Background: an optimization exercise with open tools, aiming at small area, a short achievable clock period and few clock cycles. Do not read the settings as production practice. Where RTL was checked, it was by simulation tests only, not by an equivalence proof against the original. No functional check of the RTL was part of runs 1 and 4 to 6. Power and IR drop assume default switching activity.

==> flow/design.v <==
module mx_src_pack (
    input  wire [31:0] x,
    output wire [17:0] p
);
    wire [7:0]  e = x[30:23];
    wire [22:0] f = x[22:0];
    wire        e_max  = &e;
    wire        e_zero = ~|e;
    wire        f_zero = ~|f;
    wire        z16 = ~|f[22:7];
    wire [22:0] s1  = z16 ? {f[6:0], 16'b0} : f;
    wire        z8  = ~|s1[22:15];
    wire [22:0] s2  = z8 ? {s1[14:0], 8'b0} : s1;
    wire        z4  = ~|s2[22:19];
    wire [22:0] s3  = z4 ? {s2[18:0], 4'b0} : s2;
    wire        z2  = ~|s3[22:21];
    wire [22:0] s4  = z2 ? {s3[20:0], 2'b0} : s3;
    wire        z1  = ~s4[22];
    wire [22:0] s5  = z1 ? {s4[21:0], 1'b0} : s4;
    wire [4:0]  lz  = {z16, z8, z4, z2, z1};
    reg [8:0] xe;
    reg [7:0] fr;
    always @(*) begin
        if (e_max) begin
            xe = f_zero ? 9'h1FF : 9'h1FE;
            fr = {7'b0, ~f[22]};
        end else if (!e_zero) begin
            xe = {1'b0, e} + 9'd23;
            fr = {f[22:16], |f[15:0]};
        end else if (!f_zero) begin
            xe = 9'd23 - {4'b0, lz};
            fr = {s5[21:15], |s5[14:0]};
        end else begin
            xe = 9'd0;
            fr = 8'd0;
        end
    end
    assign p = {x[31], xe, fr};
endmodule
module mx_enc_align (
    input  wire [17:0] p,
    input  wire [2:0]  fsel,
    input  wire [8:0]  kb,
    output wire        s,
    output wire [1:0]  cls,       
    output wire [7:0]  pre,
    output wire        g,
    output wire        st
);
    reg [2:0] mb;
    always @(*) begin
        case (fsel)
            3'd0: mb = 3'd3;
            3'd1: mb = 3'd2;
            3'd2: mb = 3'd2;
            3'd3: mb = 3'd3;
            3'd4: mb = 3'd1;
            default: mb = 3'd6;
        endcase
    end
    wire [8:0] xe = p[16:8];
    wire [7:0] fr = p[7:0];
    assign s   = p[17];
    assign cls = (xe == 9'd0) ? 2'd1 : (xe[8:1] == 8'hFF) ? {1'b1, ~xe[0]} : 2'd0;
    wire [9:0] d    = {1'b0, xe} - {1'b0, kb};
    wire       dneg = d[9];
    wire [3:0] dn   = 4'd0 - d[3:0];
    wire [3:0] r    = !dneg ? 4'd0 : (d[9:3] != 7'h7F) ? 4'd8 : dn;
    wire [4:0] t0   = {2'b0, 3'd0 - mb} + {1'b0, r};
    wire [3:0] t    = (t0 > 5'd10) ? 4'd10 : t0[3:0];
    wire [18:0] w = {1'b1, fr, 10'b0} >> t;
    wire [7:0]  n = w[17:10];
    assign g  = w[9];
    assign st = |w[8:0];
    wire [4:0] eb1  = d[4:0] + 5'd1;
    wire [7:0] mask = ~(8'hFF << mb);
    assign pre = dneg ? n : ((({3'b0, eb1}) << mb) | (n & mask));
endmodule
module mx_enc_round (
    input  wire        s,
    input  wire [1:0]  cls,
    input  wire [7:0]  pre,
    input  wire        g,
    input  wire        st,
    input  wire [2:0]  fsel,
    input  wire        rtz,
    input  wire        nan_inf,
    output reg  [7:0]  code,
    output reg         f_of,
    output reg         f_uf,
    output reg         f_nx
);
    reg [6:0] maxcode;
    reg [2:0] wm1;
    reg       is_int;
    always @(*) begin
        is_int = 1'b0;
        case (fsel)
            3'd0: begin maxcode = 7'h7E; wm1 = 3'd7; end
            3'd1: begin maxcode = 7'h7B; wm1 = 3'd7; end
            3'd2: begin maxcode = 7'h1F; wm1 = 3'd5; end
            3'd3: begin maxcode = 7'h1F; wm1 = 3'd5; end
            3'd4: begin maxcode = 7'h07; wm1 = 3'd3; end
            default: begin maxcode = 7'h7F; wm1 = 3'd7; is_int = 1'b1; end
        endcase
    end
    wire       inc  = !rtz && g && (st || pre[0]);
    wire [7:0] cm   = pre + {7'b0, inc};
    wire       ovf  = cm > {1'b0, maxcode};
    wire       zr   = (cm == 8'd0);
    wire [7:0] sgn = {7'b0, s} << wm1;
    wire [7:0] sat = is_int ? (s ? 8'h81 : 8'h7F) : (sgn | {1'b0, maxcode});
    wire [7:0] int_code = s ? (8'd0 - cm) : cm;
    always @(*) begin
        code = 8'h00;
        f_of = 1'b0;
        f_uf = 1'b0;
        f_nx = 1'b0;
        case (cls)
            2'd3: code = (fsel == 3'd0) ? 8'h7F : (fsel == 3'd1) ? 8'h7E : 8'h00;
            2'd2: begin
                if (nan_inf && fsel == 3'd1) begin
                    code = sgn | 8'h7C;
                end else begin
                    f_of = 1'b1;
                    f_nx = 1'b1;
                    code = (nan_inf && fsel == 3'd0) ? (sgn | 8'h7F) : sat;
                end
            end
            2'd1: code = is_int ? 8'h00 : sgn;
            default: begin
                if (ovf) begin
                    f_of = 1'b1;
                    f_nx = 1'b1;
                    if (nan_inf && !rtz)
                        code = (fsel == 3'd0) ? (sgn | 8'h7F) : (sgn | 8'h7C);
                    else
                        code = sat;
                end else begin
                    f_nx = g || st;
                    f_uf = zr;
                    code = is_int ? int_code : (sgn | cm);
                end
            end
        endcase
    end
endmodule
module mxenc (
    input  wire         clk,
    input  wire         rst,           
    input  wire         in_valid,
    output wire         in_ready,
    input  wire [31:0]  in_data,       
    input  wire [3:0]   in_fmt,        
    input  wire [3:0]   in_ctl,        
    output reg          out_valid,
    input  wire         out_ready,
    output reg  [7:0]   out_scale,
    output wire [255:0] out_data,
    output reg  [3:0]   out_flags,     
    output reg          out_err        
);
    reg         in_ready_r;
    assign in_ready = in_ready_r;
    wire in_fire = in_valid && in_ready_r && !rst;
    reg [31:0] i0_d;
    reg [3:0]  i0_fmt, i0_ctl;
    reg        i0_v;
    reg [4:0]  acnt;                
    always @(posedge clk) begin
        i0_d   <= in_data;
        i0_fmt <= in_fmt;
        i0_ctl <= in_ctl;
    end
    wire [17:0] c0;
    mx_src_pack u_pack (.x(i0_d), .p(c0));
    reg [5:0] i0_cfg;
    always @(*) begin
        i0_cfg[2:0] = 3'd0;
        i0_cfg[5]   = 1'b0;
        case (i0_fmt)
            4'h4: i0_cfg[2:0] = 3'd0;
            4'h5: i0_cfg[2:0] = 3'd1;
            4'h6: i0_cfg[2:0] = 3'd2;
            4'h7: i0_cfg[2:0] = 3'd3;
            4'h8: i0_cfg[2:0] = 3'd4;
            4'h9: i0_cfg[2:0] = 3'd5;
            default: i0_cfg[5] = 1'b1;
        endcase
        if (i0_ctl > 4'd3) i0_cfg[5] = 1'b1;
        if (i0_ctl[0] && !(i0_fmt == 4'h4 || i0_fmt == 4'h5)) i0_cfg[5] = 1'b1;
        i0_cfg[4] = i0_ctl[1];
        i0_cfg[3] = i0_ctl[0];
    end
    reg [5:0] cfg_in;               
    reg [17:0] s1, s2;
    reg        s1v, s2v;
    reg [4:0]  h;                   
    reg [17:0] ring [0:31];
    reg [4:0]  wcnt;                
    reg [4:0]  dcnt;                
    reg        wm;                  
    reg        dm;                  
    reg        dpend;               
    reg        pd;                  
    wire        cand_v = s1v || i0_v;
    wire [17:0] cand   = s1v ? s1 : c0;
    wire        stall;
    wire        drain  = pd && !stall;
    wire        wr_a   = cand_v && wm && (!dpend || (wcnt < dcnt));
    wire        wr_b   = cand_v && wm && pd;
    wire        wr     = wr_a || (wr_b && !stall);
    wire [4:0]  h1     = h + 5'd1;
    wire        wlast  = wr && (wcnt == 5'd31);
    integer ri;
    always @(posedge clk) begin
        for (ri = 0; ri < 31; ri = ri + 1)
            ring[ri] <= ring[ri + 1];
        ring[31] <= wr ? cand : ring[0];
    end
    wire pop    = wr && s1v;
    wire push   = i0_v && (!wr || s1v);
    wire s1v_n  = pop ? (s2v || push) : (s1v || push);
    wire s2v_n  = pop ? (s2v && push) : (s2v || (push && s1v));
    wire s1_ld  = pop || (push && !s1v);
    wire s2_ld  = push && (pop ? s2v : s1v);
    wire [8:0] cand_xe  = cand[16:8];
    wire       cand_nan = (cand_xe == 9'h1FE);
    wire       cand_fnz = (cand_xe != 9'd0) && (cand_xe[8:1] != 8'hFF);
    wire [8:0] cand_l   = cand_fnz ? cand_xe : 9'd0;
    reg  [8:0] lead;                
    reg        any_nan, any_snan;
    reg  [5:0] cfg_blk;
    always @(posedge clk) begin
        if (s1_ld) s1 <= (pop && s2v) ? s2 : c0;
        if (s2_ld) s2 <= c0;
        if (rst) begin
            i0_v       <= 1'b0;
            acnt       <= 5'd0;
            s1v        <= 1'b0;
            s2v        <= 1'b0;
            in_ready_r <= 1'b1;
            h          <= 5'd31;
            wcnt       <= 5'd0;
            wm         <= 1'b0;
        end else begin
            i0_v <= in_fire;
            if (i0_v) begin
                acnt <= acnt + 5'd1;
                if (acnt == 5'd0) cfg_in <= i0_cfg;
            end
            h    <= h1;
            wm   <= wr || (h1 == wcnt);
            if (wr) wcnt <= wcnt + 5'd1;
            s1v  <= s1v_n;
            s2v  <= s2v_n;
            in_ready_r <= !s2v_n && !(s1v_n && in_fire);
        end
        if (wr) begin
            if (wcnt == 5'd0) begin
                lead     <= cand_l;
                any_nan  <= cand_nan;
                any_snan <= cand_nan && cand[0];
                cfg_blk  <= s1v ? cfg_in : i0_cfg;
            end else begin
                if (cand_l > lead) lead <= cand_l;
                any_nan  <= any_nan  || cand_nan;
                any_snan <= any_snan || (cand_nan && cand[0]);
            end
        end
    end
    wire dpend_n = wlast || (dpend && !(drain && dcnt == 5'd31));
    wire dm_n    = wlast || drain || (h1 == dcnt);
    always @(posedge clk) begin
        if (rst) begin
            dpend <= 1'b0;
            dcnt  <= 5'd0;
            dm    <= 1'b0;
            pd    <= 1'b0;
        end else begin
            dpend <= dpend_n;
            dm    <= dm_n;
            pd    <= dpend_n && dm_n;
            if (wlast) dcnt <= 5'd0;
            else if (drain) dcnt <= dcnt + 5'd1;
        end
    end
    wire [2:0] b_fsel = cfg_blk[2:0];
    reg  [4:0] b_emax;
    reg  [4:0] b_memin;             
    always @(*) begin
        case (b_fsel)
            3'd0: begin b_emax = 5'd8;  b_memin = 5'd6;  end
            3'd1: begin b_emax = 5'd15; b_memin = 5'd14; end
            3'd2: begin b_emax = 5'd4;  b_memin = 5'd2;  end
            3'd3: begin b_emax = 5'd2;  b_memin = 5'd0;  end
            3'd4: begin b_emax = 5'd2;  b_memin = 5'd0;  end
            default: begin b_emax = 5'd0; b_memin = 5'd0; end
        endcase
    end
    wire [9:0] sc_raw   = {1'b0, lead} - 10'd23 - {5'b0, b_emax};
    wire [7:0] b_scale  = (lead == 9'd0) ? 8'd127 : sc_raw[9] ? 8'd0 : sc_raw[7:0];
    wire [8:0] b_kb     = {1'b0, b_scale} + 9'd23 - {4'b0, b_memin};
    wire       b_err    = cfg_blk[5];
    wire       b_nanblk = any_nan && (b_fsel != 3'd0) && (b_fsel != 3'd1);
    reg  [2:0] a_fsel;
    reg        a_rtz, a_naninf, a_err, a_nanblk, a_snan;
    reg  [8:0] a_kb;
    reg  [4:0] a_memin;
    reg  [2:0] r_fsel;
    reg        r_rtz, r_naninf, r_zero;
    reg  [1:0] r_wsel;              
    always @(posedge clk) begin
        if (drain && dcnt == 5'd0) begin
            a_fsel   <= b_fsel;
            a_rtz    <= cfg_blk[4];
            a_naninf <= cfg_blk[3];
            a_err    <= b_err;
            a_nanblk <= b_nanblk;
            a_snan   <= any_snan;
            a_kb     <= b_kb;
            a_memin  <= b_memin;
        end
    end
    reg        d1_v;
    reg [17:0] d1_p;
    wire       d1_first = (dcnt == 5'd1);
    wire       d1_last  = (dcnt == 5'd0);
    wire [1:0] d1_idx2  = dcnt[1:0] - 2'd1;
    always @(posedge clk) begin
        if (rst) d1_v <= 1'b0;
        else if (!stall) d1_v <= drain;
        if (!stall) d1_p <= ring[0];
    end
    wire       al_s, al_g, al_st;
    wire [1:0] al_cls;
    wire [7:0] al_pre;
    mx_enc_align u_align (
        .p(d1_p), .fsel(a_fsel), .kb(a_kb),
        .s(al_s), .cls(al_cls), .pre(al_pre), .g(al_g), .st(al_st)
    );
    reg        d2_v;
    reg        d2_s, d2_g, d2_st;
    reg [1:0]  d2_cls;
    reg [7:0]  d2_pre;
    reg [1:0]  d2_idx;
    reg        d2_first, d2_last;
    reg [7:0]  rh_scale;
    reg        rh_err, rh_nanblk, rh_snan;
    wire [7:0] a_scale = a_kb[7:0] - 8'd23 + {3'b0, a_memin};
    always @(posedge clk) begin
        if (rst) d2_v <= 1'b0;
        else if (!stall) d2_v <= d1_v;
        if (!stall) begin
            d2_s     <= al_s;
            d2_g     <= al_g;
            d2_st    <= al_st;
            d2_cls   <= al_cls;
            d2_pre   <= al_pre;
            d2_idx   <= d1_idx2;
            d2_first <= d1_first;
            d2_last  <= d1_last;
            if (d1_v && d1_first) begin
                r_fsel   <= a_fsel;
                r_rtz    <= a_rtz;
                r_naninf <= a_naninf;
                r_zero   <= a_err || a_nanblk;
                r_wsel   <= a_err ? 2'd0 : (a_fsel == 3'd2 || a_fsel == 3'd3) ? 2'd1 :
                            (a_fsel == 3'd4) ? 2'd2 : 2'd0;
            end
            if (d1_v && d1_last) begin
                rh_err    <= a_err;
                rh_nanblk <= a_nanblk;
                rh_snan   <= a_snan;
                rh_scale  <= a_err ? 8'd0 : a_nanblk ? 8'hFF : a_scale;
            end
        end
    end
    wire [7:0] e_code;
    wire       e_of, e_uf, e_nx;
    mx_enc_round u_round (
        .s(d2_s), .cls(d2_cls), .pre(d2_pre), .g(d2_g), .st(d2_st),
        .fsel(r_fsel), .rtz(r_rtz), .nan_inf(r_naninf),
        .code(e_code), .f_of(e_of), .f_uf(e_uf), .f_nx(e_nx)
    );
    wire [7:0] code = r_zero ? 8'd0 : e_code;
    reg  [2:0] facc;                
    wire [2:0] fl_now = d2_first ? {e_of, e_uf, e_nx} : (facc | {e_of, e_uf, e_nx});
    reg [247:0] o;
    reg [7:0]   t;
    assign out_data = {t, o};
    reg [7:0] acc;                  
    reg       emit;
    reg [7:0] byte_in;
    always @(*) begin
        case (r_wsel)
            2'd1: begin
                emit = (d2_idx != 2'd0);
                case (d2_idx)
                    2'd1: byte_in = {code[1:0], acc[5:0]};
                    2'd2: byte_in = {code[3:0], acc[3:0]};
                    default: byte_in = {code[5:0], acc[1:0]};
                endcase
            end
            2'd2: begin
                emit    = d2_idx[0];
                byte_in = {code[3:0], acc[3:0]};
            end
            default: begin
                emit    = !d2_first;
                byte_in = acc;
            end
        endcase
    end
    assign stall = out_valid && d2_v && emit;
    wire take  = d2_v && !stall;
    wire shift = take && emit;
    always @(posedge clk) begin
        if (take) begin
            facc <= fl_now;
            case (r_wsel)
                2'd1: case (d2_idx)
                    2'd0: acc <= {2'b0, code[5:0]};
                    2'd1: acc <= {4'b0, code[5:2]};
                    2'd2: acc <= {6'b0, code[5:4]};
                    default: ;
                endcase
                2'd2: acc <= {4'b0, code[3:0]};
                default: acc <= code;
            endcase
            if (d2_last) t <= (r_wsel == 2'd0) ? code : 8'd0;
        end
        if (shift) begin
            o[239:0]   <= o[247:8];
            o[247:240] <= (r_wsel == 2'd0) ? byte_in : 8'd0;
            if (r_wsel == 2'd1) o[191:184] <= byte_in;
            if (r_wsel == 2'd2) o[127:120] <= byte_in;
        end
    end
    always @(posedge clk) begin
        if (rst) begin
            out_valid <= 1'b0;
        end else begin
            if (out_valid && out_ready) out_valid <= 1'b0;
            if (take && d2_last) begin
                out_valid <= 1'b1;
                out_scale <= rh_scale;
                out_flags <= rh_err ? 4'd0 : rh_nanblk ? {rh_snan, 3'b000} : {rh_snan, fl_now};
                out_err   <= rh_err;
            end
        end
    end
endmodule
==> flow/config.mk <==
export PLATFORM = sky130hd
export DESIGN_NAME = mxenc
export DESIGN_NICKNAME = mxenc
export VERILOG_FILES = /design/flow/design.v
export SDC_FILE = /design/flow/constraint.sdc
export NUM_CORES = 8
export LEC_CHECK = 0
export CAP_MARGIN = 50
export CORE_MARGIN = 2
export CORE_UTILIZATION = 55
export CTS_BUF_LIST = sky130_fd_sc_hd__clkbuf_8
export CTS_CLUSTER_DIAMETER = 40
export CTS_CLUSTER_SIZE = 12
export PLACE_DENSITY = 0.65
export SLEW_MARGIN = 80
export SYNTH_HIERARCHICAL = 0
==> flow/run.sh <==
#!/bin/bash
# synth_recipe.tcl (not shown) runs the flow's synth.tcl, then flattens the netlist and writes it again
# the make line also repeats each setting of config.mk as NAME=value (left out here)
make -C /OpenROAD-flow-scripts/flow DESIGN_CONFIG=/design/flow/config.mk WORK_HOME=/design/flow/orfs CLKGATE_MAP_FILE= SYNTH_SCRIPT=/design/flow/synth_recipe.tcl finish
==> flow/constraint.sdc <==
create_clock -name core_clock -period 24.0 [get_ports {clk}]
set_input_delay 4.8000 -clock core_clock [delete_from_list [all_inputs] [get_ports {clk}]]
set_output_delay 4.8000 -clock core_clock [all_outputs]
set_load 0.01 [all_outputs]
==> results of run 1 <==
-- per-stage QoR --
stage / power [uW] / utilization / cells / worst slack, ns
6_report: 3200 / 0.696 / 3588 / 17.40
5_1_grt: 3330 / 0.696 / 3588 / 17.35
4_1_cts: 3240 / 0.688 / 3575 / 17.26
3_5_place_dp: 2030 / 0.648 / 3378 / 18.05
3_3_place_gp: 2010 / 0.618 / 3298 / 17.11
2_1_floorplan: 1990 / - / 2250 / 16.22
-- Yosys cell counts, drive strengths merged (32+ instances only) --
library cell  number
dfxtp            646
edfxtp           413
nor2             136
nand2            116
inv               99
ha                89
a21oi             82
o21ai             60
clkbuf            45
mux2              36
nand3             35
xnor2             34
xor2              33
a21o              32
-- cell type report --
class | count | share of cell area
inverter | 102 | 0.00934
timing repair buffer | 414 | 0.0959
clock buffer | 123 | 0.0405
sequential | 1059 | 0.607
multi-input combinational | 1033 | 0.207
tap | 782 | 0.0234
antenna | 1 | 0.0000599
clock inverter | 74 | 0.0172
-- metal layers --
| metal | vias to the layer above | part of all wire | track usage |
|---|---|---|---|
| met5 | - | 0 | 0 |
| met4 | 0 | 0.024 | 0.0821 |
| met3 | 112 | 0.068 | 0.0501 |
| met2 | 633 | 0.47 | 0.350 |
| met1 | 9121 | 0.44 | 0.286 |
| li1 | 8998 | - | - |
-- cells by family (layout without fill, tap and decap cells) --
logic type               after synthesis  after routing  synth area share
multiplexers                          68             68            0.0227
XOR/XNOR                              67             67            0.0177
buffers and inverters                158            713            0.0188
flip-flops                          1059           1059             0.764
AO/OA/AOI/OAI                        345            345            0.0715
other                                  0              1                 0
AND/OR/NAND/NOR                      459            459            0.0686
adder cells (fa/ha/maj)               94             94            0.0366
-- cells in the final DEF (no fill, tap or decap), types with 14 or more instances in the layout --
cell and n:
nand3_1 28, nor3_1 20, nand2_1 112, clkbuf_8 123, and2_1 14, xnor2_1 26
o21ai_0 40, xor2_1 24, o21a_1 16, buf_1 27, mux2_2 31, dfxtp_1 636
clkdlybuf4s50_1 315, nor2_1 118, edfxtp_1 413, ha_1 79, inv_1 113, nand2b_1 14
a21o_1 31, nand4_1 16, buf_2 29, a21oi_1 65
-- power groups by stage --
stage / sequential, uW / combinational, uW / clock [uW]
detailed placement: 1940 / 90.6 / 0
global route: 1910 / 104 / 1320
CTS: 1900 / 91.3 / 1240
global placement: 1940 / 72.7 / 0
floorplan: 1940 / 51.7 / 0
finish: 1900 / 95.1 / 1210
-- flip-flops by register name, summed over array words and instances (netlist names), 8 cells and up --
| register | cells |
|---|---|
| t | 8 |
| i0_d | 32 |
| d1_p | 18 |
| acc | 8 |
| out_scale | 8 |
| a_kb | 9 |
| ring | 576 |
| o | 248 |
| s2 | 18 |
| lead | 9 |
| s1 | 18 |
| d2_pre | 8 |
| rh_scale | 8 |
-- final timing paths --
check | cells after the start | startpoint | end | slack [ns]
max | 1 | o[132] | out_data[132] | 17.40
min | 0 | ring[16][9] | ring[15][9] | 0.31
max reg2reg | 22 | a_kb[0] | d2_st | 18.21
min reg2reg | 0 | ring[16][9] | ring[15][9] | 0.31
==> impl_metrics.ini, run 1 <==
[run_status]
status = timing/DRC/antenna clean

[cts]
cts-root-buf = clkbuf_8
postCtsHoldBufs = 0
cts_buffers = 119
cts_resized = 0
clockBufferDepth = 3
clock_latency_ns = 0.74
post-cts-setup-buffers = 0
clk_pin_slew_worst_paths_ns = 0.08
cts_sinks = 1059
tritoncts = built
htree_levels = 3

[logic_synthesis]
synth_fp_nets = 2388
yosysTopAreaCell = dfxtp_1
synth_flop_cell = dfxtp_1
syn_area_per_cell_um2 = 14.7
ys_seq_area_frac = 0.764
synth_warnings = 5
synth_edf_count = 413
async_flop_share = 0
synth_area_leaders = dfxtp_1, edfxtp_1, ha_1, nor2_1, nand2_1
ys_types = 91
synthesis.area_um2 = 33200
ys_seq_elements = 1059
yosys.area.top_type_share = 0.390
syn_inst = 2250

[floorplan]
die_y_um = 250
initial_utilization = 0.552
rows = 90
die_area_um2 = 62300
core_area_um2 = 60000
io_pins = 315
die_x_um = 250

[power]
leakagePower_uw = 0.0155
worst_ir_drop_vdd_v = 0.0000694
cellPowerDensity_nw_per_um2 = 76.7
p_int_uw = 2520
p_seq_frac = 0.594
p_comb_frac = 0.030
p_sw_frac = 0.214
netSwitchingPower_uw = 685
power_frac_clock = 0.376

[critical_path]
critPathRequiredTime_ns = 19.20
critical-path-slowest-cell = clkdlybuf4s50_1
start_kind = flop
end_kind = output port
crit_family = buffers and inverters
worstPathMaxFanout = 2
worst-setup-path-type = reg -> out
critPathBufInv = 1
crit_path_cell_trace = clkdlybuf4s50_1
cp.arrival_ns = 1.80
critPathMaxStageDelay_ns = 0.58

[global_routing]
grt_max_degree = 29
gr-total-overflow = 0
grt_pass1_wl_um = 105000
grt_pass1_vias = 18762
antenna_found_initial = 1
track_usage = 0.216

[sta]
tns_ns = 0
slew_headroom = 0.809
drv_slew = 0
finClkSkew_ns = 0.0286
finalCritPeriodShare = 0.275
final_hold_viol_count = 0
setup_viol = 0
worst_pin_slew_ns = 0.280
whs_ns = 0.311
finalCriticalPeriod_ns = 6.60
grt_setup_unrepaired = false
fmax_mhz = 152

[place]
portBuffers = 314
gp_congestion = 0.867
placed_area_um2 = 38900
hpwl_um = 49100

[detailed_routing]
ant_nets = 0
drtIter0Drc = 1086
vias = 18864
remaining_drc_errors = 0
dr.pass1.iters = 7
wirelength_um = 68000
vias_per_cell = 5.26
wl_per_cell_um = 18.9

[layout]
design_area_um2 = 41800
fillers = 4018
register_area_um2 = 25300
syn2layout_area_growth_pct = 26.0
layout-drive-gt1-share = 0.185
fin_nets = 2867
multi_input_area_um2 = 8640

[job]
drv_cap = 0

[hold_path]
hold_path_class = reg -> reg
==> run 2: changes to the inputs <==
--- a/flow/design.v
+++ b/flow/design.v
@@ -168,7 +168,8 @@
     reg        i0_v;
-    reg [4:0]  acnt;                
     always @(posedge clk) begin
-        i0_d   <= in_data;
-        i0_fmt <= in_fmt;
-        i0_ctl <= in_ctl;
+        if (in_fire) begin
+            i0_d   <= in_data;
+            i0_fmt <= in_fmt;
+            i0_ctl <= in_ctl;
+        end
     end
@@ -194,5 +195,2 @@
     end
-    reg [5:0] cfg_in;               
-    reg [17:0] s1, s2;
-    reg        s1v, s2v;
     reg [4:0]  h;                   
@@ -205,9 +203,6 @@
     reg        pd;                  
-    wire        cand_v = s1v || i0_v;
-    wire [17:0] cand   = s1v ? s1 : c0;
     wire        stall;
+    wire        stall_n;            
     wire        drain  = pd && !stall;
-    wire        wr_a   = cand_v && wm && (!dpend || (wcnt < dcnt));
-    wire        wr_b   = cand_v && wm && pd;
-    wire        wr     = wr_a || (wr_b && !stall);
+    wire        wr     = i0_v && wm && (!dpend || (wcnt < dcnt) || drain);
     wire [4:0]  h1     = h + 5'd1;
@@ -218,14 +213,8 @@
             ring[ri] <= ring[ri + 1];
-        ring[31] <= wr ? cand : ring[0];
+        ring[31] <= wr ? c0 : ring[0];
     end
-    wire pop    = wr && s1v;
-    wire push   = i0_v && (!wr || s1v);
-    wire s1v_n  = pop ? (s2v || push) : (s1v || push);
-    wire s2v_n  = pop ? (s2v && push) : (s2v || (push && s1v));
-    wire s1_ld  = pop || (push && !s1v);
-    wire s2_ld  = push && (pop ? s2v : s1v);
-    wire [8:0] cand_xe  = cand[16:8];
-    wire       cand_nan = (cand_xe == 9'h1FE);
-    wire       cand_fnz = (cand_xe != 9'd0) && (cand_xe[8:1] != 8'hFF);
-    wire [8:0] cand_l   = cand_fnz ? cand_xe : 9'd0;
+    wire [8:0] c0_xe  = c0[16:8];
+    wire       c0_nan = (c0_xe == 9'h1FE);
+    wire       c0_fnz = (c0_xe != 9'd0) && (c0_xe[8:1] != 8'hFF);
+    wire [8:0] c0_l   = c0_fnz ? c0_xe : 9'd0;
     reg  [8:0] lead;                
@@ -233,10 +222,9 @@
     reg  [5:0] cfg_blk;
+    wire dpend_n = wlast || (dpend && !(drain && dcnt == 5'd31));
+    wire dm_n    = wlast || drain || (h1 == dcnt);
+    wire wm_n    = wr || (h1 == wcnt);
+    wire i0_v_n  = (i0_v && !wr) || in_fire;
     always @(posedge clk) begin
-        if (s1_ld) s1 <= (pop && s2v) ? s2 : c0;
-        if (s2_ld) s2 <= c0;
         if (rst) begin
             i0_v       <= 1'b0;
-            acnt       <= 5'd0;
-            s1v        <= 1'b0;
-            s2v        <= 1'b0;
             in_ready_r <= 1'b1;
@@ -246,13 +234,7 @@
         end else begin
-            i0_v <= in_fire;
-            if (i0_v) begin
-                acnt <= acnt + 5'd1;
-                if (acnt == 5'd0) cfg_in <= i0_cfg;
-            end
+            i0_v <= i0_v_n;
             h    <= h1;
-            wm   <= wr || (h1 == wcnt);
+            wm   <= wm_n;
             if (wr) wcnt <= wcnt + 5'd1;
-            s1v  <= s1v_n;
-            s2v  <= s2v_n;
-            in_ready_r <= !s2v_n && !(s1v_n && in_fire);
+            in_ready_r <= !i0_v_n || (wm_n && (!dpend_n || (dpend_n && dm_n && !stall_n)));
         end
@@ -260,10 +242,10 @@
             if (wcnt == 5'd0) begin
-                lead     <= cand_l;
-                any_nan  <= cand_nan;
-                any_snan <= cand_nan && cand[0];
-                cfg_blk  <= s1v ? cfg_in : i0_cfg;
+                lead     <= c0_l;
+                any_nan  <= c0_nan;
+                any_snan <= c0_nan && c0[0];
+                cfg_blk  <= i0_cfg;
             end else begin
-                if (cand_l > lead) lead <= cand_l;
-                any_nan  <= any_nan  || cand_nan;
-                any_snan <= any_snan || (cand_nan && cand[0]);
+                if (c0_l > lead) lead <= c0_l;
+                any_nan  <= any_nan  || c0_nan;
+                any_snan <= any_snan || (c0_nan && c0[0]);
             end
@@ -271,4 +253,2 @@
     end
-    wire dpend_n = wlast || (dpend && !(drain && dcnt == 5'd31));
-    wire dm_n    = wlast || drain || (h1 == dcnt);
     always @(posedge clk) begin
@@ -308,3 +288,2 @@
     reg  [8:0] a_kb;
-    reg  [4:0] a_memin;
     reg  [2:0] r_fsel;
@@ -321,3 +300,2 @@
             a_kb     <= b_kb;
-            a_memin  <= b_memin;
         end
@@ -349,2 +327,11 @@
     reg        rh_err, rh_nanblk, rh_snan;
+    reg  [4:0] a_memin;
+    always @(*) begin
+        case (a_fsel)
+            3'd0: a_memin = 5'd6;
+            3'd1: a_memin = 5'd14;
+            3'd2: a_memin = 5'd2;
+            default: a_memin = 5'd0;
+        endcase
+    end
     wire [7:0] a_scale = a_kb[7:0] - 8'd23 + {3'b0, a_memin};
@@ -417,2 +404,4 @@
     wire shift = take && emit;
+    wire   out_valid_n = (out_valid && !out_ready) || (take && d2_last);
+    assign stall_n = out_valid_n && (stall ? emit : (d1_v && !d1_first));
     always @(posedge clk) begin
==> flow/flow/run.sh (new file) <==
#!/bin/bash
# The standard layout, with the port buffers built from plain buffers
# (buf_2) instead of the cell buffer_ports picks by itself.
set -euo pipefail
export BUFFER_PORTS_ARGS="-buffer_cell sky130_fd_sc_hd__buf_2"
bash standard.sh > standard.log 2>&1
==> flow/standard.sh (new file) <==
#!/bin/bash
# synth_recipe.tcl (not shown) runs the flow's synth.tcl, then flattens the netlist and writes it again
# the make line also repeats each setting of config.mk as NAME=value (left out here)
make -C /OpenROAD-flow-scripts/flow DESIGN_CONFIG=/design/flow/config.mk WORK_HOME=/design/flow/orfs CLKGATE_MAP_FILE= SYNTH_SCRIPT=/design/flow/synth_recipe.tcl "${@:-finish}"
removed: flow/run.sh
==> impl_metrics.ini, run 2 <==
[hold_path]
min-delay-start = ring[17][14]
hold_path_class = reg -> reg
min_to = ring[16][14]
whs_path_depth = 0

[detailed_routing]
dr.pass1.iters = 8
vias = 17439
drtIter0Drc = 1071
wl_per_cell_um = 17.6
ant_nets = 0
vias_per_cell = 5.13
wirelength_um = 59600
remaining_drc_errors = 0

[logic_synthesis]
synth_flop_cell = dfxtp_1
synth_top_cells_by_count = dfxtp_1, edfxtp_1, nor2_1
yosysTopAreaCell = edfxtp_1
yosys.area.top_type_share = 0.394
syn_area_per_cell_um2 = 14.9
syn_inst = 2086
ys_seq_elements = 1007
synthesis.area_um2 = 31100
synth_edf_count = 408
synth_area_leaders = edfxtp_1, dfxtp_1, ha_1, nor2_1, a21oi_1
ys_seq_area_frac = 0.779
synth_warnings = 5
yosysMostFrequentCell = dfxtp_1
async_flop_share = 0
ys_types = 88
synth_fp_nets = 2222

[layout]
design_area_um2 = 37700
final_common_cell = dfxtp_1
largest_reg_flops = 576
layout-drive-gt1-share = 0.276
fin_nets = 2701
syn2layout_area_growth_pct = 21.2
top_regs = ring x576, o x248, i0_d x32
regMostFlops = ring
layout_common_cells = dfxtp_1, edfxtp_1, buf_2, inv_1, clkbuf_8
finalNonFillerCells = 3398

[place]
gp_congestion = 0.886
dp.cells = 3197
placed_area_um2 = 35000
portBuffers = 314
hpwl_um = 42700

[job]
drv_cap = 0

[sta]
finalCritPeriodShare = 0.283
worst_pin_slew_ns = 0.287
tns_ns = 0
setup_viol = 0
grt_setup_unrepaired = false
finalCriticalPeriod_ns = 6.80
drv_slew = 0
final_hold_viol_count = 0
finClkSkew_ns = 0.0397
fmax_mhz = 147
slew_headroom = 0.803

[power]
power_frac_clock = 0.375
netSwitchingPower_uw = 624
worst_ir_drop_vdd_v = 0.0000605
cellPowerDensity_nw_per_um2 = 79.5
p_int_uw = 2380
leakagePower_uw = 0.0147
p_sw_frac = 0.208
p_comb_frac = 0.023
p_seq_frac = 0.602

[critical_path]
regToRegSetupSlack_ns = 17.20
worstRegToRegCells = 20
worstPathMaxFanout = 15
r2r-start = a_kb[0]
start_kind = flop
cp.arrival_ns = 7.24
r2r_end = d2_st
end_kind = flop
critPathRequiredTime_ns = 24.43
worst-setup-path-type = reg -> reg

[floorplan]
io_pins = 315
die_x_um = 242
core_area_um2 = 56200
die_y_um = 242
rows = 87
initial_utilization = 0.554
die_area_um2 = 58500

[run_status]
status = timing/DRC/antenna clean

[cts]
cts-root-buf = clkbuf_8
clk_pin_slew_worst_paths_ns = 0.07
clock_latency_ns = 0.72
postCtsHoldBufs = 0
tritoncts = built
htree_levels = 3
cts_sinks = 1007
clockBufferDepth = 3
cts_buffers = 110
post-cts-setup-buffers = 0
cts_resized = 0

[global_routing]
grt_pass1_wl_um = 94800
antenna_found_initial = 1
grt_pass1_vias = 17562
grt_max_degree = 32
gr-total-overflow = 0
track_usage = 0.204
run 2: kinds of logic (layout without fill, tap and decap cells):
logic type                 Yosys count  count (layout)  synth area share
AOI/OAI and AO/OA                  314             314            0.0675
buffers and inverters              145             700            0.0178
and+or+nand+nor                    433             433            0.0686
xor gates and xnor gates            63              63            0.0177
adders and majority gates           92              92            0.0382
DFF                               1007            1007             0.779
muxes                               32              32            0.0108
other                                0               1                 0
run 2: cell type report:
class,count,area [um^2]
diodes,1,2.50
clock buffers,118,1620
clock inverters,70,612
fillers,4056,18500
inverters,105,403
multi-input cells,934,7430
flip-flops and latches,1007,24200
well taps,756,946
repair buffers,407,2460
run 2: worst max-delay path by stage:
stage | from | end | slack, ns | cells past startpoint
2_1_floorplan | r_wsel[0] | o[0] | 11.59 | 6
3_3_place_gp | rst | in_ready_r | 17.55 | 5
3_5_place_dp | a_kb[5] | d2_st | 17.44 | 20
4_1_cts | a_kb[6] | d2_st | 17.37 | 20
5_1_grt | d1_p[16] | d2_st | 16.87 | 19
6_report | a_kb[0] | d2_st | 17.20 | 20
run 2: stage by stage:
stage / hold WS, ns / worst slack [ns] / utilization / total power [uW]
detailed placement: 0.312 / 17.44 / 0.623 / 1910
global placement: 0.310 / 17.55 / 0.597 / 1900
CTS: 0.321 / 17.37 / 0.663 / 3030
global route: 0.329 / 16.87 / 0.672 / 3110
finish: 0.320 / 17.20 / 0.672 / 3000
floorplan: 0.310 / 11.59 / - / 1880
run 2: routing by layer:
metal	wire (um)	vias to the layer above	track usage
met3	3370	145	0.0432
met5	0	-	0
met4	1950	0	0.0821
met2	28500	559	0.336
met1	25800	8342	0.264
li1	-	8393	-
run 2: power groups by stage:
stage	registers [uW]	clock network, uW	logic (uW)
floorplan	1840	0	37.8
global placement	1840	0	52.7
detailed placement	1850	0	63.7
CTS	1810	1160	64.0
global route	1810	1230	75.2
finish	1810	1120	68.7
run 2: critical path: stages (launching register included):
cell             delay, ns
edfxtp_1              0.45
ha_2                  0.23
fa_1                  0.46
nand2b_1              0.20
a21oi_2               0.25
xor2_4                0.28
nand3_1               0.22
nor4_2                0.19
clkdlybuf4s50_1       0.56
ha_4                  0.14
inv_1                 0.04
fa_4                  0.88
nor2b_2               0.10
or4b_2                0.62
a41o_1                0.34
or2_2                 0.35
o41ai_2               0.20
clkdlybuf4s50_1       0.58
a211oi_4              0.05
nor3b_1               0.25
a22oi_1               0.11
Testbench counts of run 2, summed over its fixed seeds: cycles 12,576.
==> run 3: changes to the inputs <==
--- a/flow/config.mk
+++ b/flow/config.mk
@@ -7,3 +7,3 @@
 export LEC_CHECK = 0
-export CAP_MARGIN = 50
+export CAP_MARGIN = 20
 export CORE_MARGIN = 2
@@ -14,3 +14,3 @@
 export PLACE_DENSITY = 0.65
-export SLEW_MARGIN = 80
+export SLEW_MARGIN = 20
 export SYNTH_HIERARCHICAL = 0
==> impl_metrics.ini, run 3 <==
[logic_synthesis]
syn_area_per_cell_um2 = 14.9
synth_flop_cell = dfxtp_1
synthesis.area_um2 = 31100
yosysTopAreaCell = edfxtp_1
async_flop_share = 0
synth_area_leaders = edfxtp_1, dfxtp_1, ha_1, nor2_1, a21oi_1
yosys.area.top_type_share = 0.394
synth_fp_nets = 2222
synth_warnings = 5
synth_edf_count = 408
synth_top_cells_by_count = dfxtp_1, edfxtp_1, nor2_1
syn_inst = 2086
ys_seq_area_frac = 0.779
ys_seq_elements = 1007
ys_types = 88
yosysMostFrequentCell = dfxtp_1

[global_routing]
antenna_found_initial = 0
busiest_layer = met2
use_met3 = 0.0446
grt_max_degree = 90
grt_pass1_wl_um = 93100
gr-total-overflow = 0
use_met2 = 0.330
grt_pass1_vias = 16943
track_usage = 0.200
met1_usage = 0.265

[critical_path]
crit_path_cell_trace = buf_2
critPathRequiredTime_ns = 19.20
r2r-start = d1_p[12]
worstRegToRegCells = 17
crit_family = flip-flops
critPathBufInv = 1
worst-setup-path-type = reg -> out
end_kind = output port
start_kind = flop
regToRegSetupSlack_ns = 17.99
worstPathMaxFanout = 2
critical-path-slowest-cell = edfxtp_1
cp.arrival_ns = 1.36
r2r_end = d2_st
critPathMaxStageDelay_ns = 0.48

[sta]
fmax_mhz = 162
drv_slew = 0
final_hold_viol_count = 0
slew_headroom = 0.284
finClkSkew_ns = 0.0363
grt_setup_unrepaired = false
fin_ws_ns = 17.84
setup_viol = 0
whs_ns = 0.315
tns_ns = 0
worst_pin_slew_ns = 1.07
finalCritPeriodShare = 0.257
finalCriticalPeriod_ns = 6.16

[cts]
clk_pin_slew_worst_paths_ns = 0.07
tritoncts = built
cts_resized = 0
htree_levels = 3
cts-root-buf = clkbuf_8
cts_sinks = 1007
clock_latency_ns = 0.73
clockBufferDepth = 3
cts_buffers = 112
post-cts-setup-buffers = 0
postCtsHoldBufs = 0

[power]
worst_ir_drop_vdd_v = 0.0000583
cellPowerDensity_nw_per_um2 = 83.5
p_total_uw = 2990
leakagePower_uw = 0.0141

[layout]
layout_common_cells = dfxtp_1, edfxtp_1, buf_2, nor2_1, inv_1
fin_nets = 2620
regMostFlops = ring
num_antenna_cells = 0
largest_reg_flops = 576
fillers = 4183
top_regs = ring x576, o x248, i0_d x32
register_area_um2 = 24200
multi_input_area_um2 = 6320
final_common_cell = dfxtp_1
syn2layout_area_growth_pct = 15.2
finalNonFillerCells = 3317
layout-drive-gt1-share = 0.210

[hold_path]
hold_path_class = reg -> reg
whs_path_depth = 0
min-delay-start = ring[1][8]
min_to = ring[0][8]

[job]
drv_cap = 0

[place]
dp.cells = 3125
hpwl_um = 40700
dp_slack_ns = 17.46
portBuffers = 314
gp_congestion = 0.886

[run_status]
status = timing/DRC/antenna clean

[detailed_routing]
dr.pass1.iters = 5
drtIter0Drc = 1026
ant_nets = 0
vias_per_cell = 5.14
vias = 17046
remaining_drc_errors = 0
wirelength_um = 58200
wl_per_cell_um = 17.5

[floorplan]
initial_utilization = 0.554
rows = 87
die_y_um = 242
core_area_um2 = 56200
die_area_um2 = 58500
die_x_um = 242
io_pins = 315
run 3: layout make-up:
cell class                      count  share of cell area
Clock buffer                      123              0.0472
Clock inverter                     68              0.0160
Inverter                          105              0.0111
Multi-Input combinational cell    934               0.176
Sequential cell                  1007               0.677
Tap cell                          756              0.0264
Timing Repair Buffer              324              0.0463
run 3: power by group:
part	internal (uW)	total [uW]	switching [uW]
sequential	1790	1810	12.2
clock	550	1130	583
combinational	22.3	54.1	31.8
run 3: logic make-up after synthesis:
family                     Yosys count  synth area share
AOI/OAI and AO/OA                  314            0.0675
adders and majority gates           92            0.0382
muxes                               32            0.0108
DFF                               1007             0.779
xor gates and xnor gates            63            0.0177
buffers and inverters              145            0.0178
and+or+nand+nor                    433            0.0686
run 3: layer usage:
metal	up-vias	share of wire
li1	8224	-
met1	8110	0.44
met2	580	0.47
met3	132	0.059
met4	0	0.026
met5	-	0
run 3: stage by stage:
| step | area [um^2] | utilization |
|---|---|---|
| 6_report | 35800 | 0.638 |
| 5_1_grt | 35800 | 0.638 |
| 4_1_cts | 35800 | 0.638 |
| 3_5_place_dp | 33500 | 0.597 |
| 3_3_place_gp | 33500 | 0.597 |
| 2_1_floorplan | 31100 | - |
run 3: worst max path at each step:
stage,cells past startpoint,to,slack [ns],startpoint
after detailed placement,5,in_ready_r,17.46,rst
after global routing,18,d2_st,17.58,a_kb[6]
final,1,out_data[198],17.84,o[198]
after CTS,1,out_data[198],17.76,o[198]
after global placement,5,in_ready_r,17.55,rst
after floorplan,6,o[0],11.59,r_wsel[0]
==> run 4: changes to the inputs <==
--- a/flow/design.v
+++ b/flow/design.v
@@ -2,3 +2,4 @@
     input  wire [31:0] x,
-    output wire [17:0] p
+    output wire [17:0] p,
+    output wire [4:0]  lz       
 );
@@ -19,3 +20,3 @@
     wire [22:0] s5  = z1 ? {s4[21:0], 1'b0} : s4;
-    wire [4:0]  lz  = {z16, z8, z4, z2, z1};
+    assign      lz  = {z16, z8, z4, z2, z1};
     reg [8:0] xe;
@@ -43,2 +44,3 @@
     input  wire [8:0]  kb,
+    input  wire [8:0]  kt,
     output wire        s,
@@ -66,6 +68,5 @@
     wire       dneg = d[9];
-    wire [3:0] dn   = 4'd0 - d[3:0];
-    wire [3:0] r    = !dneg ? 4'd0 : (d[9:3] != 7'h7F) ? 4'd8 : dn;
-    wire [4:0] t0   = {2'b0, 3'd0 - mb} + {1'b0, r};
-    wire [3:0] t    = (t0 > 5'd10) ? 4'd10 : t0[3:0];
+    wire [9:0] tr   = {1'b0, kt} - {1'b0, xe};
+    wire [3:0] t    = !dneg ? (4'd8 - {1'b0, mb}) :
+                      (tr[9:4] != 6'd0 || tr[3:0] > 4'd10) ? 4'd10 : tr[3:0];
     wire [18:0] w = {1'b1, fr, 10'b0} >> t;
@@ -176,3 +177,4 @@
     wire [17:0] c0;
-    mx_src_pack u_pack (.x(i0_d), .p(c0));
+    wire [4:0]  c0_lz;
+    mx_src_pack u_pack (.x(i0_d), .p(c0), .lz(c0_lz));
     reg [5:0] i0_cfg;
@@ -215,7 +217,8 @@
     end
-    wire [8:0] c0_xe  = c0[16:8];
-    wire       c0_nan = (c0_xe == 9'h1FE);
-    wire       c0_fnz = (c0_xe != 9'd0) && (c0_xe[8:1] != 8'hFF);
-    wire [8:0] c0_l   = c0_fnz ? c0_xe : 9'd0;
-    reg  [8:0] lead;                
+    wire [7:0] c0_e    = i0_d[30:23];
+    wire       c0_norm = (c0_e != 8'h00) && (c0_e != 8'hFF);
+    wire       c0_sub  = (c0_e == 8'h00) && (i0_d[22:0] != 23'd0);
+    wire       c0_nan  = (c0[16:8] == 9'h1FE);
+    reg  [7:0] lead_e;              
+    reg  [4:0] lead_lz;             
     reg        any_nan, any_snan;
@@ -242,3 +245,4 @@
             if (wcnt == 5'd0) begin
-                lead     <= c0_l;
+                lead_e   <= c0_norm ? c0_e : 8'd0;
+                lead_lz  <= c0_sub ? c0_lz : 5'd31;
                 any_nan  <= c0_nan;
@@ -247,3 +251,4 @@
             end else begin
-                if (c0_l > lead) lead <= c0_l;
+                if (c0_norm && c0_e > lead_e) lead_e <= c0_e;
+                if (c0_sub && c0_lz < lead_lz) lead_lz <= c0_lz;
                 any_nan  <= any_nan  || c0_nan;
@@ -280,5 +285,16 @@
     end
-    wire [9:0] sc_raw   = {1'b0, lead} - 10'd23 - {5'b0, b_emax};
-    wire [7:0] b_scale  = (lead == 9'd0) ? 8'd127 : sc_raw[9] ? 8'd0 : sc_raw[7:0];
+    wire [8:0] sc_raw   = {1'b0, lead_e} - {4'b0, b_emax};
+    wire [7:0] b_scale  = (lead_e != 8'd0) ? (sc_raw[8] ? 8'd0 : sc_raw[7:0]) :
+                          (lead_lz != 5'd31) ? 8'd0 : 8'd127;
     wire [8:0] b_kb     = {1'b0, b_scale} + 9'd23 - {4'b0, b_memin};
+    reg  [3:0] b_mbc;               
+    always @(*) begin
+        case (b_fsel)
+            3'd0, 3'd3: b_mbc = 4'd5;
+            3'd1, 3'd2: b_mbc = 4'd6;
+            3'd4:       b_mbc = 4'd7;
+            default:    b_mbc = 4'd2;
+        endcase
+    end
+    wire [8:0] b_kt     = b_kb + {5'b0, b_mbc};
     wire       b_err    = cfg_blk[5];
@@ -287,3 +303,3 @@
     reg        a_rtz, a_naninf, a_err, a_nanblk, a_snan;
-    reg  [8:0] a_kb;
+    reg  [8:0] a_kb, a_kt;
     reg  [2:0] r_fsel;
@@ -300,2 +316,3 @@
             a_kb     <= b_kb;
+            a_kt     <= b_kt;
         end
@@ -316,3 +333,3 @@
     mx_enc_align u_align (
-        .p(d1_p), .fsel(a_fsel), .kb(a_kb),
+        .p(d1_p), .fsel(a_fsel), .kb(a_kb), .kt(a_kt),
         .s(al_s), .cls(al_cls), .pre(al_pre), .g(al_g), .st(al_st)
==> impl_metrics.ini, run 4 <==
[run_status]
status = timing/DRC/antenna clean

[floorplan]
io_pins = 315
die_x_um = 245
die_y_um = 245
core_area_um2 = 57500
initial_utilization = 0.555
die_area_um2 = 60000
rows = 88

[logic_synthesis]
synth_flop_cell = dfxtp_1
synth_warnings = 5
ys_seq_area_frac = 0.772
yosysTopAreaCell = edfxtp_1
synth_fp_nets = 2299
synth_edf_count = 421
yosys.area.top_type_share = 0.396
syn_inst = 2157
synthesis.area_um2 = 31900
yosysMostFrequentCell = dfxtp_1
synth_top_cells_by_count = dfxtp_1, edfxtp_1, nand2_1
ys_seq_elements = 1020
ys_types = 87
synth_area_leaders = edfxtp_1, dfxtp_1, ha_1, a21oi_1, nand2_1
syn_area_per_cell_um2 = 14.8
async_flop_share = 0

[cts]
clk_pin_slew_worst_paths_ns = 0.08
cts-root-buf = clkbuf_8
htree_levels = 3
post-cts-setup-buffers = 0
cts_buffers = 111
cts_sinks = 1020
clockBufferDepth = 3
tritoncts = built
clock_latency_ns = 0.74
postCtsHoldBufs = 0
cts_resized = 0

[layout]
fillers = 4373
fin_nets = 2695
final_common_cell = dfxtp_1
layout_common_cells = dfxtp_1, edfxtp_1, buf_2, inv_1, nand2_1
register_area_um2 = 24600
largest_reg_flops = 576
fin_util = 0.635
syn2layout_area_growth_pct = 14.4
multi_input_area_um2 = 6710
top_regs = ring x576, o x248, i0_d x32
regMostFlops = ring
layout-drive-gt1-share = 0.201

[sta]
finalCriticalPeriod_ns = 6.17
setup_viol = 0
drv_slew = 0
finalCritPeriodShare = 0.257
tns_ns = 0
fmax_mhz = 162
grt_setup_unrepaired = false
slew_headroom = 0.272
finClkSkew_ns = 0.0474
worst_pin_slew_ns = 1.09
final_hold_viol_count = 0

[critical_path]
start_kind = flop
cp.arrival_ns = 1.37
critPathMaxStageDelay_ns = 0.47
critPathBufInv = 1
critPathRequiredTime_ns = 19.20
end_kind = output port
worstRegToRegCells = 18
crit_start = o[128]
r2r_end = a_kt[7]
worst-setup-path-type = reg -> out
r2r-start = cfg_blk[1]
crit_path_cell_trace = buf_2
critical-path-slowest-cell = edfxtp_1
worstPathMaxFanout = 2
regToRegSetupSlack_ns = 19.22
crit_end = out_data[128]
crit_family = flip-flops
worst-path-stages = 1

[detailed_routing]
dr.pass1.iters = 9
vias = 17569
ant_nets = 0
wirelength_um = 60300
wl_per_cell_um = 17.8
drtIter0Drc = 1107
remaining_drc_errors = 0
vias_per_cell = 5.18

[place]
portBuffers = 314
hpwl_um = 42700
gp_congestion = 0.868

[power]
cellPowerDensity_nw_per_um2 = 81.4
power_frac_clock = 0.366
p_total_uw = 2970
p_comb_frac = 0.018
leakagePower_uw = 0.0144
p_sw_frac = 0.212
worst_ir_drop_vdd_v = 0.0000625
netSwitchingPower_uw = 631
p_seq_frac = 0.616
p_int_uw = 2340

[hold_path]
hold_path_class = reg -> reg

[global_routing]
gr-total-overflow = 0
grt_pass1_wl_um = 94200
antenna_found_initial = 1
track_usage = 0.201
grt_pass1_vias = 17135
grt_max_degree = 193

[job]
drv_cap = 0
==> run 4: how the worst min path moves through the flow <==
stage                       startpoint      endpoint  slack, ns  cells past startpoint
after CTS                  ring[25][9]   ring[24][9]       0.32                      0
final                      ring[25][9]   ring[24][9]       0.32                      0
after detailed placement   ring[1][17]   ring[0][17]       0.31                      0
after global routing       ring[31][9]   ring[30][9]       0.32                      0
after floorplan             ring[1][0]    ring[0][0]       0.31                      0
after global placement    ring[23][12]  ring[22][12]       0.31                      0
==> run 4: metrics by stage <==
stage / instances / hold slack [ns] / setup slack [ns] / instance area, um^2
after floorplan: 2157 / 0.310 / 11.63 / 31900
after global placement: 3205 / 0.310 / 17.60 / 34400
after detailed placement: 3205 / 0.312 / 17.53 / 34400
after CTS: 3391 / 0.316 / 17.73 / 36500
after global routing: 3392 / 0.322 / 17.73 / 36500
final: 3392 / 0.318 / 17.83 / 36500
==> run 4: kinds of logic (layout without fill, tap and decap cells) <==
family / count (synthesis) / count (layout) / share of synthesized area
compound gates: 355 / 355 / 0.0741
flops: 1020 / 1020 / 0.772
buf+inv: 151 / 620 / 0.0182
mux: 35 / 35 / 0.0113
fa+ha+maj: 98 / 98 / 0.0398
xor+xnor: 66 / 66 / 0.0181
other cells: 0 / 1 / 0
simple gates: 432 / 432 / 0.0665
==> run 4: final cells by class <==
cell class	instances	area share
Sequential cell	1020	0.675
Clock buffer	114	0.0430
Antenna cell	1	0.0000685
Inverter	109	0.0112
Tap cell	765	0.0262
Clock inverter	72	0.0155
Multi-Input combinational cell	986	0.184
Timing Repair Buffer	325	0.0456
==> run 4: power by group through the flow <==
stage	clock (uW)	sequential, uW	combinational (uW)
global route	1200	1830	59.6
global placement	0	1870	52.1
CTS	1130	1830	53.9
floorplan	0	1860	39.0
detailed placement	0	1870	53.4
finish	1090	1830	53.5
==> run 4: per-layer routing <==
layer / GRT usage / vias to the layer above / wire, um
li1: - / 8484 / -
met1: 0.265 / 8405 / 26100
met2: 0.330 / 571 / 28800
met3: 0.0423 / 109 / 4010
met4: 0.0712 / 0 / 1420
met5: 0 / - / 0
==> run 5: changes to the inputs <==
--- a/flow/design.v
+++ b/flow/design.v
@@ -342,4 +342,2 @@
     reg        d2_first, d2_last;
-    reg [7:0]  rh_scale;
-    reg        rh_err, rh_nanblk, rh_snan;
     reg  [4:0] a_memin;
@@ -374,8 +372,2 @@
             end
-            if (d1_v && d1_last) begin
-                rh_err    <= a_err;
-                rh_nanblk <= a_nanblk;
-                rh_snan   <= a_snan;
-                rh_scale  <= a_err ? 8'd0 : a_nanblk ? 8'hFF : a_scale;
-            end
         end
@@ -451,8 +443,11 @@
             if (take && d2_last) begin
-                out_valid <= 1'b1;
-                out_scale <= rh_scale;
-                out_flags <= rh_err ? 4'd0 : rh_nanblk ? {rh_snan, 3'b000} : {rh_snan, fl_now};
-                out_err   <= rh_err;
+                out_valid      <= 1'b1;
+                out_flags[2:0] <= r_zero ? 3'd0 : fl_now;
             end
         end
+        if (take && d2_idx == 2'd1) begin
+            out_scale    <= a_err ? 8'd0 : a_nanblk ? 8'hFF : a_scale;
+            out_err      <= a_err;
+            out_flags[3] <= a_snan && !a_err;
+        end
     end
==> impl_metrics.ini, run 5 <==
[sta]
drv_slew = 0
tns_ns = 0
finalCritPeriodShare = 0.260
slew_headroom = 0.325
finClkSkew_ns = 0.0271
final_hold_viol_count = 0
fmax_mhz = 160
grt_setup_unrepaired = false
whs_ns = 0.317
setup_viol = 0
finalCriticalPeriod_ns = 6.23
worst_pin_slew_ns = 1.01

[layout]
fin_util = 0.636
largest_reg_flops = 576
register_area_um2 = 24300
regMostFlops = ring
final_common_cell = dfxtp_1
multi_input_area_um2 = 6880
layout_common_cells = dfxtp_1, edfxtp_1, buf_2, nor2_1, inv_1
design_area_um2 = 36500
fin_nets = 2726
top_regs = ring x576, o x248, i0_d x32
layout-drive-gt1-share = 0.203
fillers = 4419
syn2layout_area_growth_pct = 14.9

[logic_synthesis]
synth_edf_count = 410
syn_inst = 2192
ys_seq_elements = 1009
synth_flop_cell = dfxtp_1
yosysMostFrequentCell = dfxtp_1
synthesis.area_um2 = 31800
synth_warnings = 5
ys_types = 90
async_flop_share = 0
synth_fp_nets = 2332
ys_seq_area_frac = 0.764
synth_area_leaders = edfxtp_1, dfxtp_1, ha_1, nor2_1, a21oi_1
yosys.area.top_type_share = 0.387
syn_area_per_cell_um2 = 14.5
synth_top_cells_by_count = dfxtp_1, edfxtp_1, nor2_1
yosysTopAreaCell = edfxtp_1

[job]
drv_cap = 0

[cts]
htree_levels = 3
cts-root-buf = clkbuf_8
cts_resized = 0
tritoncts = built
clock_latency_ns = 0.71
clk_pin_slew_worst_paths_ns = 0.08
clockBufferDepth = 3
cts_sinks = 1009
cts_buffers = 114
post-cts-setup-buffers = 0
postCtsHoldBufs = 0

[critical_path]
r2r_end = o[187]
critPathRequiredTime_ns = 19.20
r2r-start = d2_st
critPathMaxStageDelay_ns = 0.52
cp.arrival_ns = 1.43
crit_path_cell_trace = buf_2
end_kind = output port
crit_family = flip-flops
regToRegSetupSlack_ns = 18.90
critical-path-slowest-cell = edfxtp_1
critPathBufInv = 1
worst-setup-path-type = reg -> out
worstRegToRegCells = 17
start_kind = flop
worstPathMaxFanout = 2

[hold_path]
min-delay-start = ring[1][13]
hold_path_class = reg -> reg
min_to = ring[0][13]
whs_path_depth = 0

[floorplan]
io_pins = 315
die_x_um = 244
initial_utilization = 0.553
rows = 88
die_area_um2 = 59700
die_y_um = 244
core_area_um2 = 57500

[global_routing]
track_usage = 0.209
grt_max_degree = 95
antenna_found_initial = 2
grt_pass1_wl_um = 97900
grt_pass1_vias = 17768
gr-total-overflow = 0

[detailed_routing]
wirelength_um = 62400
dr.pass1.iters = 6
wl_per_cell_um = 18.2
remaining_drc_errors = 0
vias = 17911
drtIter0Drc = 1125
ant_nets = 0
vias_per_cell = 5.22

[place]
placed_area_um2 = 34200
portBuffers = 314
hpwl_um = 44300
gp_congestion = 0.910

[power]
leakagePower_uw = 0.0144
cellPowerDensity_nw_per_um2 = 82.7
worst_ir_drop_vdd_v = 0.0000616

[run_status]
status = timing/DRC/antenna clean
run 5: cell type report:
class | count | share of cell area
multi-input cells | 1027 | 0.188
flip-flops and latches | 1009 | 0.665
repair buffers | 326 | 0.0456
well taps | 765 | 0.0262
clock buffers | 123 | 0.0463
inverters | 108 | 0.0112
diodes | 1 | 0.0000685
clock inverters | 69 | 0.0170
run 5: metrics by stage:
stage / setup WS [ns] / cells / power (uW)
2_1_floorplan: 11.73 / 2192 / 1890
3_3_place_gp: 17.55 / 3235 / 1910
3_5_place_dp: 17.46 / 3235 / 1910
4_1_cts: 17.67 / 3427 / 3060
5_1_grt: 17.68 / 3428 / 3140
6_report: 17.77 / 3428 / 3020
run 5: worst max-delay path by stage:
stage                         start             to  slack [ns]  cells past startpoint
after detailed placement        rst     in_ready_r       17.46                      5
after global placement          rst     in_ready_r       17.55                      5
after CTS                    o[213]  out_data[213]       17.67                      1
after global routing         o[213]  out_data[213]       17.68                      1
after floorplan           r_wsel[1]           o[0]       11.73                      6
final                        o[213]  out_data[213]       17.77                      1
run 5: kinds of logic (layout without fill, tap and decap cells):
| family | after synthesis | after routing | synth area share |
|---|---|---|---|
| multiplexers | 36 | 36 | 0.0117 |
| flip-flops | 1009 | 1009 | 0.764 |
| buffers and inverters | 156 | 626 | 0.0195 |
| other | 0 | 1 | 0 |
| XOR/XNOR | 67 | 67 | 0.0185 |
| AND/OR/NAND/NOR | 465 | 465 | 0.0709 |
| adder cells (fa/ha/maj) | 97 | 97 | 0.0396 |
| AO/OA/AOI/OAI | 362 | 362 | 0.0753 |
run 5: where the power goes:
group	internal [uW]	total (uW)	leakage (uW)	switching, uW
combinational	23.5	57.2	0.00452	33.7
sequential	1800	1820	0.00858	15.0
clock	563	1150	0.00125	585
total	2390	3020	0.0144	633
run 5: worst register-to-register path: cells and delay by family, from the launching register on:
family                   cells  cell delay, ns
buffers and inverters        1            0.12
AO/OA/AOI/OAI                6            1.76
adder cells (fa/ha/maj)      3            0.74
flip-flops                   1            0.39
AND/OR/NAND/NOR              5            1.22
multiplexers                 1            0.26
XOR/XNOR                     1            0.34
run 5: metal layers:
metal  global-route usage  part of all wire  vias up
li1                     -                 -     8581
met1                0.282              0.45     8580
met5                    0           0.00026        -
met3               0.0401             0.059      143
met2                0.335              0.46      605
met4               0.0843             0.035        2
==> run 6: changes to the inputs <==
--- a/flow/config.mk
+++ b/flow/config.mk
@@ -9,3 +9,3 @@
 export CORE_MARGIN = 2
-export CORE_UTILIZATION = 55
+export CORE_UTILIZATION = 70
 export CTS_BUF_LIST = sky130_fd_sc_hd__clkbuf_8
@@ -13,3 +13,3 @@
 export CTS_CLUSTER_SIZE = 12
-export PLACE_DENSITY = 0.65
+export PLACE_DENSITY = 0.8
 export SLEW_MARGIN = 20
==> impl_metrics.ini, run 6 <==
[logic_synthesis]
synth_edf_count = 410
yosysTopAreaCell = edfxtp_1
ys_seq_elements = 1009
syn_area_per_cell_um2 = 14.5
ys_seq_area_frac = 0.764
synth_area_leaders = edfxtp_1, dfxtp_1, ha_1, nor2_1, a21oi_1
synth_flop_cell = dfxtp_1
yosys.area.top_type_share = 0.387
syn_inst = 2192
async_flop_share = 0
ys_types = 90
synth_top_cells_by_count = dfxtp_1, edfxtp_1, nor2_1
yosysMostFrequentCell = dfxtp_1
synth_fp_nets = 2332
synth_warnings = 5
synthesis.area_um2 = 31800

[layout]
final_common_cell = dfxtp_1
layout_common_cells = dfxtp_1, edfxtp_1, buf_2, nor2_1, inv_1
regMostFlops = ring
layout-drive-gt1-share = 0.190
top_regs = ring x576, o x248, i0_d x32
largest_reg_flops = 576
syn2layout_area_growth_pct = 13.0
fin_nets = 2713

[detailed_routing]
vias_per_cell = 5.80
wl_per_cell_um = 21.8
drtIter0Drc = 1772
remaining_drc_errors = 0
ant_nets = 0
wirelength_um = 70500
dr.pass1.iters = 8
vias = 18772

[sta]
whs_ns = 0.313
tns_ns = 0
slew_headroom = 0.280
final_hold_viol_count = 0
setup_viol = 0
finalCritPeriodShare = 0.262
fmax_mhz = 159
drv_slew = 0
finClkSkew_ns = 0.0348
grt_setup_unrepaired = false
worst_pin_slew_ns = 1.08
finalCriticalPeriod_ns = 6.29

[critical_path]
crit_family = flip-flops
crit_start = o[193]
regToRegSetupSlack_ns = 18.33
worstPathMaxFanout = 2
crit_end = out_data[193]
worst-setup-path-type = reg -> out
end_kind = output port
worst-path-stages = 1
critPathBufInv = 1
r2r_end = in_ready_r
r2r-start = r_wsel[0]
crit_path_cell_trace = buf_2
critPathMaxStageDelay_ns = 0.55
critPathRequiredTime_ns = 19.20
start_kind = flop
critical-path-slowest-cell = edfxtp_1
cp.arrival_ns = 1.49
worstRegToRegCells = 13

[hold_path]
hold_path_class = reg -> reg
whs_path_depth = 0

[floorplan]
io_pins = 315
die_y_um = 217
initial_utilization = 0.705
die_x_um = 217
die_area_um2 = 47100
core_area_um2 = 45100
rows = 78

[power]
worst_ir_drop_vdd_v = 0.0000803
leakagePower_uw = 0.0142
cellPowerDensity_nw_per_um2 = 81.4

[cts]
cts_buffers = 103
clk_pin_slew_worst_paths_ns = 0.08
postCtsHoldBufs = 0
htree_levels = 3
cts_sinks = 1009
cts_resized = 0
clock_latency_ns = 0.71
cts-root-buf = clkbuf_8
tritoncts = built
post-cts-setup-buffers = 0
clockBufferDepth = 3

[run_status]
status = timing/DRC/antenna clean

[place]
hpwl_um = 48100
portBuffers = 314
gp_congestion = 0.918

[global_routing]
track_usage = 0.303
grt_pass1_wl_um = 108000
grt_max_degree = 90
grt_pass1_vias = 18732
gr-total-overflow = 0
antenna_found_initial = 5

[job]
drv_cap = 0
-- run 6: cell counts after synthesis --
Identical to the previous run, type by type.
-- run 6: worst min-delay path by stage --
| stage | startpoint | to | slack (ns) |
|---|---|---|---|
| floorplan | ring[1][0] | ring[0][0] | 0.31 |
| global placement | ring[26][17] | ring[25][17] | 0.31 |
| detailed placement | ring[29][12] | ring[28][12] | 0.31 |
| CTS | ring[23][0] | ring[22][0] | 0.32 |
| global route | ring[27][13] | ring[26][13] | 0.32 |
| finish | ring[27][13] | ring[26][13] | 0.31 |
-- run 6: final cells by class --
type	count	area, um^2
timing repair buffer	324	1650
clock buffer	107	1470
inverter	108	408
antenna	3	7.51
multi-input combinational	1027	6880
fill	2407	9150
clock inverter	57	464
tap	600	751
sequential	1009	24300
-- run 6: report_power, final --
| part | internal [uW] | switching, uW |
|---|---|---|
| clock | 483 | 564 |
| sequential | 1800 | 16.4 |
| combinational | 23.6 | 35.4 |
-- run 6: cell families after synthesis --
group | share of synthesized area
simple gates | 0.0709
mux | 0.0117
fa+ha+maj | 0.0396
xor+xnor | 0.0185
compound gates | 0.0753
flops | 0.764
buf+inv | 0.0195
-- run 6: worst register-to-register path: cells and delay by family, from the launching register on --
family	cells	cell delay [ns]
AND/OR/NAND/NOR	3	1.64
AO/OA/AOI/OAI	5	1.61
buffers and inverters	4	1.32
adder cells (fa/ha/maj)	1	0.64
flip-flops	1	0.36
-- run 6: routing by layer --
metal	share of wire	GRT usage	vias up	routed length [um]
met2	0.50	0.524	1012	35600
li1	-	-	8544	-
met1	0.38	0.372	8974	26800
met5	0.000099	0	-	7
met3	0.073	0.0611	240	5130
met4	0.043	0.131	2	3010
-- run 6: stage by stage --
| stage | setup WS, ns | area [um^2] | power, uW | cells | utilization |
|---|---|---|---|---|---|
| 2_1_floorplan | 11.73 | 31800 | 1890 | 2192 | - |
| 3_3_place_gp | 17.56 | 34000 | 1910 | 3068 | 0.754 |
| 3_5_place_dp | 17.49 | 34000 | 1910 | 3068 | 0.754 |
| 4_1_cts | 17.70 | 35900 | 2940 | 3232 | 0.797 |
| 5_1_grt | 17.68 | 35900 | 3010 | 3233 | 0.797 |
| 6_report | 17.71 | 35900 | 2920 | 3235 | 0.797 |

-- separate check: timing with driven ports --
No port has a modelled driver above. Below, the same layouts with a new extraction and two added sets of constraints.
Step 1 assumes that a clkbuf_16 drives the clock port and a buf_2 every other input.
Step 2 adds t to the input delays and takes it off the output delays; t is the mean of the earliest and latest rising clock arrival at the registers after step 1. Input paths then give back, and output paths get back, about the clock's delay inside the block.
Three values: ideal, step 1, step 2; two values: the first two.
| run | t (ns) | slack for setup (ns) | worst register clock-pin slew, ns | cell pins on the clock port's net |
|---|---|---|---|---|
| run 1 | 0.788 | 17.400 / 17.341 / 18.075 | 0.08 / 0.08 | 1 |
| run 2 | 0.752 | 17.196 / 17.196 / 17.196 | 0.08 / 0.08 | 1 |
| run 3 | 0.763 | 17.835 / 17.781 / 17.438 | 0.08 / 0.08 | 1 |
| run 4 | 0.764 | 17.835 / 17.782 / 17.508 | 0.08 / 0.08 | 1 |
| run 5 | 0.751 | 17.768 / 17.712 / 17.462 | 0.08 / 0.08 | 1 |
| run 6 | 0.758 | 17.713 / 17.657 / 17.449 | 0.09 / 0.09 | 1 |
After both steps setup and hold are still met in every run listed. The setup slack of run 3, which loses most, moves by -0.054 ns with the drivers and by -0.397 ns with both steps.
